Source: an optimization exercise on an open RTL-to-GDS flow (aim: small area). Production flows keep margins and buffers that such runs may drop. The RTL was checked by simulation tests, not by an equivalence proof against the original design. Power and IR drop assume default switching activity.

## the previous run
==> flow/design.v (excerpt) <==
module sinc_df (
    input  wire        clk,
    input  wire        rst,           
    input  wire [2:0]  cfg_ord,       
    input  wire [8:0]  cfg_osr,       
    input  wire [23:0] cfg_ofs,       
    input  wire [23:0] cfg_gain,      
    input  wire        restart,       
    input  wire        clk_loss,      
    input  wire        bit_valid,     
    input  wire        bit_in,
    output reg         out_stb,       
    output reg  [15:0] df_result,     
    output reg         df_valid,
    output reg  [6:0]  df_count,      
    output wire        settling,
    output reg         stuck,
    output reg  [15:0] loss_count     
);
Size in the first run: about 1800 cells after synthesis, roughly 110 I/O pins.
clock: 22.0 ns
lec_check: 0
abc_area: 1
cap_margin: 20
core_margin: 2
core_utilization: 70
slew_margin: 20
standard.sh (not shown) runs the stock make flow with config.mk's settings and CLKGATE_MAP_FILE= SYNTH_SCRIPT=/design/flow/synth_recipe.tcl, a recipe that flattens the netlist after the stock synthesis.
==> flow/flow/run.sh <==
#!/bin/bash
# Standard layout, with three changes to how it is made:
#  - after the standard synthesis, its combinational logic is re-mapped for
#    area by ABC (registers, full adder cells and tie cells untouched),
#  - ports are buffered with sky130_fd_sc_hd__buf_1,
#  - CTS inserts no dummy loads.
set -euo pipefail
export BUFFER_PORTS_ARGS="-buffer_cell sky130_fd_sc_hd__buf_1"
export CTS_ARGS="-sink_clustering_enable -repair_clock_nets -sink_clustering_size 16 -sink_clustering_max_diameter 50 -buf_list sky130_fd_sc_hd__clkbuf_8 -dont_use_dummy_load"
bash standard.sh synth > standard_synth.log 2>&1
R=$PWD/orfs/results/$FLOW_PLATFORM/sinc_df/base
LIB=$FLOW_HOME/platforms/sky130hd/lib/sky130_fd_sc_hd__tt_025C_1v80.lib
cp $R/1_2_yosys.v standard_synth_netlist.v
sed -e "s#@LIB@#$LIB#g" -e "s#@IN@#$PWD/standard_synth_netlist.v#" -e "s#@OUT@#$PWD/reopt_netlist.v#" -e "s#@FLOW@#$PWD/flow#" flow/reopt.ys.in > reopt.ys
yosys -s reopt.ys > reopt.log 2>&1
cp reopt_netlist.v $R/1_2_yosys.v
bash standard.sh > standard.log 2>&1
Other scripts of this flow, unchanged in this note and not shown: flow/flow/abc_reopt.script, flow/flow/reopt.ys.in
The previous run went all the way through synthesis, placement and routing and the layout is clean on timing, DRC and antenna.
#### Input delta (the current run over the previous run)
diff --git a/flow/design.v b/flow/design.v
--- a/flow/design.v
+++ b/flow/design.v
@@ -79,21 +79,18 @@
     wire s3 = ((cs == 3'd3) || (cs == 3'd4)) && n2p;    
     reg  fl1;                         
     reg  xs;                          
     wire csub = cs[2];                         
     wire [31:0] a1, a2, a3, a4;
     wire [31:0] tk = {32{bit_take}};
-    wire [31:0] i2in = n4  ? a1 : {31'd0, bit_in};
-    wire [31:0] i3in = n3p ? a2 : {31'd0, bit_in};
-    wire [31:0] i4in = n2p ? a3 : {31'd0, bit_in};
-    wire [31:0] tk4 = {32{(bit_take && !fl1) || (xs && n2p)}};
-    wire [31:0] b4 = ((i4in & tk4) | (~z3 & {32{s1}}) | (~z2 & {32{s2}}) | (~z1 & {32{s3}})) ^ {32{csub}};
+    wire [31:0] tk4 = {32{bit_take && !fl1}};
+    wire [31:0] b4 = ((a3 & tk4) | (~z3 & {32{s1}}) | (~z2 & {32{s2}}) | (~z1 & {32{s3}})) ^ {32{csub}};
     sinc_df_inc #(32) u_i1 (.a(integ1), .ci(bit_take & bit_in), .s(a1), .co());
-    sinc_df_add #(32) u_i2 (.a(integ2), .b(i2in & tk), .ci(1'b0), .s(a2), .co());
-    sinc_df_add #(32) u_i3 (.a(integ3), .b(i3in & tk), .ci(1'b0), .s(a3), .co());
-    sinc_df_add #(32) u_i4 (.a(integ4), .b(b4), .ci(csub | (xs && !n2p)), .s(a4), .co());
+    sinc_df_add #(32) u_i2 (.a(integ2), .b(a1 & tk), .ci(1'b0), .s(a2), .co());
+    sinc_df_add #(32) u_i3 (.a(integ3), .b(a2 & tk), .ci(1'b0), .s(a3), .co());
+    sinc_df_add #(32) u_i4 (.a(integ4), .b(b4), .ci(csub | xs), .s(a4), .co());
     wire [31:0] d = integ4;
     wire        pend = (cs == 3'd1);    
     reg [31:0] pc;                    
     reg [8:0]  pacc;
     reg [1:0]  pm;                    
     wire       p32 = cfg_osr[8] & n4;
@@ -132,18 +129,18 @@
     wire [15:0] loss_inc;
     sinc_df_inc #(16) u_loss (.a(loss_count), .ci(loss_now), .s(loss_inc), .co());
     wire [6:0]  count_inc;
     sinc_df_inc #(7) u_count (.a(df_count), .ci(out_now), .s(count_inc), .co());
     assign settling = !df_valid && !stuck;
     always @(posedge clk) begin
-        integ1 <= a1;
-        integ2 <= a2;
-        integ3 <= a3;
+        integ1 <= (rst || flush || !n4)  ? 32'd0 : a1;
+        integ2 <= (rst || flush || !n3p) ? 32'd0 : a2;
+        integ3 <= (rst || flush || !n2p) ? 32'd0 : a3;
         integ4 <= (rst || flush || cs == 3'd3) ? 32'd0 : a4;
         fl1 <= rst || flush;
-        xs  <= fl1 && bit_take && (n2p || bit_in);
+        xs  <= fl1 && bit_take && bit_in;
         if (cs == 3'd1 || fl1) z3 <= ~a4;
         if (cs == 3'd2 || fl1) z2 <= ~a4;
         if (cs == 3'd3 || fl1) z1 <= ~a4;
         if (rst || flush) begin
             cs <= 3'd0;
         end else begin
### Flow results
The current run reached the final stage; the timing, design-rule and antenna checks on its layout passed.
The previous run → the current run: wire length has increased; fraction of area in multi-input gates went up.
Compared with the previous run, in the current run area added between synthesis and finish now larger; sequential share of layout area dropped 1.7 points; relative contribution of sequential cells to total power saw an increase.
Summary of the current run over the previous run: weighted congestion reported at the end of routability-driven placement grew by about 1.2%; data required time at the worst endpoint shrank by 60 ps; die area grew by about 2.8%; final net count grew by about 8%.
The current run against the previous run: count of clock-buffer cells in the layout moved up, non-clock buffer count in the final layout +15.
Total power: the current run vs the previous run down 0.00025 W
The current run vs the previous run — total via count after detailed routing rose 925.

---

v21:
sinc_df, a different RTL version from the one above (not shown whole).
Size in the first run: ~1,700 cells after synthesis, about 110 I/O pins, ~19,000 µm² of cells after synthesis.
==> flow/config.mk <==
export PLATFORM = sky130hd
export DESIGN_NAME = sinc_df
export DESIGN_NICKNAME = sinc_df
export VERILOG_FILES = /design/flow/design.v
export SDC_FILE = /design/flow/constraint.sdc
export NUM_CORES = 4
export LEC_CHECK = 0
export ABC_AREA = 1
export CAP_MARGIN = 20
export CORE_MARGIN = 2
export CORE_UTILIZATION = 70
export SLEW_MARGIN = 20
==> flow/constraint.sdc <==
create_clock -name core_clock -period 22.0 [get_ports {clk}]
set_input_delay 4.4000 -clock core_clock [delete_from_list [all_inputs] [get_ports {clk}]]
set_output_delay 4.4000 -clock core_clock [all_outputs]
set_load 0.01 [all_outputs]
==> flow/flow/run.sh <==
#!/bin/bash
# Standard layout, with three changes to how it is made:
#  - after the standard synthesis, its combinational logic is re-mapped for
#    area by ABC with its area mapper (registers, full adder cells and tie cells untouched),
#  - ports are buffered with sky130_fd_sc_hd__buf_1,
#  - CTS inserts no dummy loads.
set -euo pipefail
export BUFFER_PORTS_ARGS="-buffer_cell sky130_fd_sc_hd__buf_1"
export CTS_ARGS="-sink_clustering_enable -repair_clock_nets -sink_clustering_size 16 -sink_clustering_max_diameter 50 -buf_list sky130_fd_sc_hd__clkbuf_8 -dont_use_dummy_load"
bash standard.sh synth > standard_synth.log 2>&1
R=$PWD/orfs/results/$FLOW_PLATFORM/sinc_df/base
LIB=$FLOW_HOME/platforms/sky130hd/lib/sky130_fd_sc_hd__tt_025C_1v80.lib
cp $R/1_2_yosys.v standard_synth_netlist.v
sed -e "s#@LIB@#$LIB#g" -e "s#@IN@#$PWD/standard_synth_netlist.v#" -e "s#@OUT@#$PWD/reopt_netlist.v#" -e "s#@FLOW@#$PWD/flow#" flow/reopt.ys.in > reopt.ys
yosys -s reopt.ys > reopt.log 2>&1
cp reopt_netlist.v $R/1_2_yosys.v
bash standard.sh > standard.log 2>&1
Other scripts of this flow, unchanged in this note and not shown: flow/flow/abc_reopt.script, flow/flow/reopt.ys.in
Input-level comparison between v20 and v21:
diff --git a/flow/design.v b/flow/design.v
--- a/flow/design.v
+++ b/flow/design.v
@@ -76,27 +76,24 @@
     reg [2:0]  cs;                    
     wire s1 = ((cs == 3'd1) || (cs == 3'd6)) && n4;     
     wire s2 = ((cs == 3'd2) || (cs == 3'd5)) && n3p;    
     wire s3 = ((cs == 3'd3) || (cs == 3'd4)) && n2p;    
     reg  fl1;                         
     reg  xs;                          
     wire csub = cs[2];                         
     wire [31:0] a1, a2, a3, a4;
     wire [31:0] tk = {32{bit_take}};
-    wire [31:0] i2in = n4  ? a1 : {31'd0, bit_in};
-    wire [31:0] i3in = n3p ? a2 : {31'd0, bit_in};
-    wire [31:0] i4in = n2p ? a3 : {31'd0, bit_in};
-    wire [31:0] tk4 = {32{(bit_take && !fl1) || (xs && n2p)}};
-    wire [31:0] b4 = ((i4in & tk4) | (~z3 & {32{s1}}) | (~z2 & {32{s2}}) | (~z1 & {32{s3}})) ^ {32{csub}};
+    wire [31:0] tk4 = {32{bit_take && !fl1}};
+    wire [31:0] b4 = ((a3 & tk4) | (~z3 & {32{s1}}) | (~z2 & {32{s2}}) | (~z1 & {32{s3}})) ^ {32{csub}};
     sinc_df_inc #(32) u_i1 (.a(integ1), .ci(bit_take & bit_in), .s(a1), .co());
-    sinc_df_add #(32) u_i2 (.a(integ2), .b(i2in & tk), .ci(1'b0), .s(a2), .co());
-    sinc_df_add #(32) u_i3 (.a(integ3), .b(i3in & tk), .ci(1'b0), .s(a3), .co());
-    sinc_df_add #(32) u_i4 (.a(integ4), .b(b4), .ci(csub | (xs && !n2p)), .s(a4), .co());
+    sinc_df_add #(32) u_i2 (.a(integ2), .b(a1 & tk), .ci(1'b0), .s(a2), .co());
+    sinc_df_add #(32) u_i3 (.a(integ3), .b(a2 & tk), .ci(1'b0), .s(a3), .co());
+    sinc_df_add #(32) u_i4 (.a(integ4), .b(b4), .ci(csub | xs), .s(a4), .co());
     wire [31:0] d = integ4;
     wire        pend = (cs == 3'd1);    
     reg [31:0] pc;                    
     reg [7:0]  pacc;                  
     reg [1:0]  pm;                    
     wire       p32 = cfg_osr[8] & n4;
     wire [8:0] psum;                  
     sinc_df_add #(9) u_pm (.a({1'b0, pacc}), .b(cfg_osr & {9{~pc[0]}}), .ci(1'b0), .s(psum), .co());
     reg  [4:0] cnt;
@@ -128,24 +125,24 @@
     wire [15:0] res_sat = res_ok ? ksum[21:6] : (ksum[23] ? 16'h8000 : 16'h7fff);
     wire        out_now  = busy && (cnt == 5'd0) && !flush;
     wire        loss_now = (clk_loss || stuck_detect) && !(&loss_count);
     wire [15:0] loss_inc;
     sinc_df_inc #(16) u_loss (.a(loss_count), .ci(loss_now), .s(loss_inc), .co());
     wire [6:0]  count_inc;
     sinc_df_inc #(7) u_count (.a(df_count), .ci(out_now), .s(count_inc), .co());
     assign settling = !df_valid && !stuck;
     always @(posedge clk) begin
-        integ1 <= a1;
-        integ2 <= a2;
-        integ3 <= a3;
+        integ1 <= (rst || flush || !n4)  ? 32'd0 : a1;
+        integ2 <= (rst || flush || !n3p) ? 32'd0 : a2;
+        integ3 <= (rst || flush || !n2p) ? 32'd0 : a3;
         integ4 <= (rst || flush || cs == 3'd3) ? 32'd0 : a4;
         fl1 <= rst || flush;
-        xs  <= fl1 && bit_take && (n2p || bit_in);
+        xs  <= fl1 && bit_take && bit_in;
         if (cs == 3'd1 || fl1) z3 <= ~a4;
         if (cs == 3'd2 || fl1) z2 <= ~a4;
         if (cs == 3'd3 || fl1) z1 <= ~a4;
         if (rst || flush) begin
             cs <= 3'd0;
         end else begin
             if (window_end)
                 cs <= 3'd1;
             else if (cs != 3'd0)
==> summary.txt <==
What v20 reported for routed length on met3 has to be multiplied by 0.813 to get the figure for v21. v21 → v20: final worst-path cycle share +1.5 points, utilization ~0 delta. Relative to v21, the global-route wire length before repair measured on v20 has increased by a few percent. There was hardly any difference in leakage dissipation between v21 and v20. The setup slack of v20 is smaller than that of v21. Against v21, v20 comes in about 14% higher on first-iteration DRC count. Detailed-routed wire length on met2 on v20 is up relative to v21. Starting density of the core of v20 is on par with v21. Comparing v20 with v21, the total of hold buffers inserted after clock tree synthesis came out essentially unchanged. Of the two candidates, v21 has the worse hold slack and v20 the better one. Looking at relative contribution of the clock network to total power across v21 and v20, the one that comes out lower is v21.

## afterwards: timing with drivers on the ports
Ports are ideal in the flow. The routed layouts listed here were re-timed in OpenROAD. Step 1 (the two cells are an assumption about what drives the block):
set clk [get_ports {clk}]
set_driving_cell -lib_cell sky130_fd_sc_hd__clkbuf_16 $clk
set_driving_cell -lib_cell sky130_fd_sc_hd__buf_2 [delete_from_list [all_inputs] $clk]
Step 2, shift: input delay + t, output delay - t, t = (earliest + latest rising clock arrival at the registers) / 2. This alone moves slack from input paths to output paths. Three values: no drivers, after step 1, after step 2; two values: the first two.
| run | t (ns) | setup slack, ns | hold WS [ns] | slew at the worst register clock pin (ns) | pins driven straight from the clock port |
|---|---|---|---|---|---|
| the previous run | 0.582 | 1.019 / 1.044 / 0.462 | 0.346 / 0.346 / 0.346 | 0.10 / 0.10 | 1 |
| the current run | 0.582 | 0.877 / 0.893 / 0.311 | 0.398 / 0.398 / 0.398 | 0.10 / 0.10 | 1 |
| v21 | 0.576 | 1.082 / 1.106 / 0.530 | 0.405 / 0.405 / 0.405 | 0.10 / 0.10 | 1 |
| v20 | 0.590 | 0.761 / 0.788 / 0.198 | 0.431 / 0.431 / 0.431 | 0.10 / 0.10 | 1 |
After both steps every run listed still meets setup and hold. The setup slack of the current run, which loses most, moves by +0.016 ns with the drivers and by -0.566 ns with both steps.
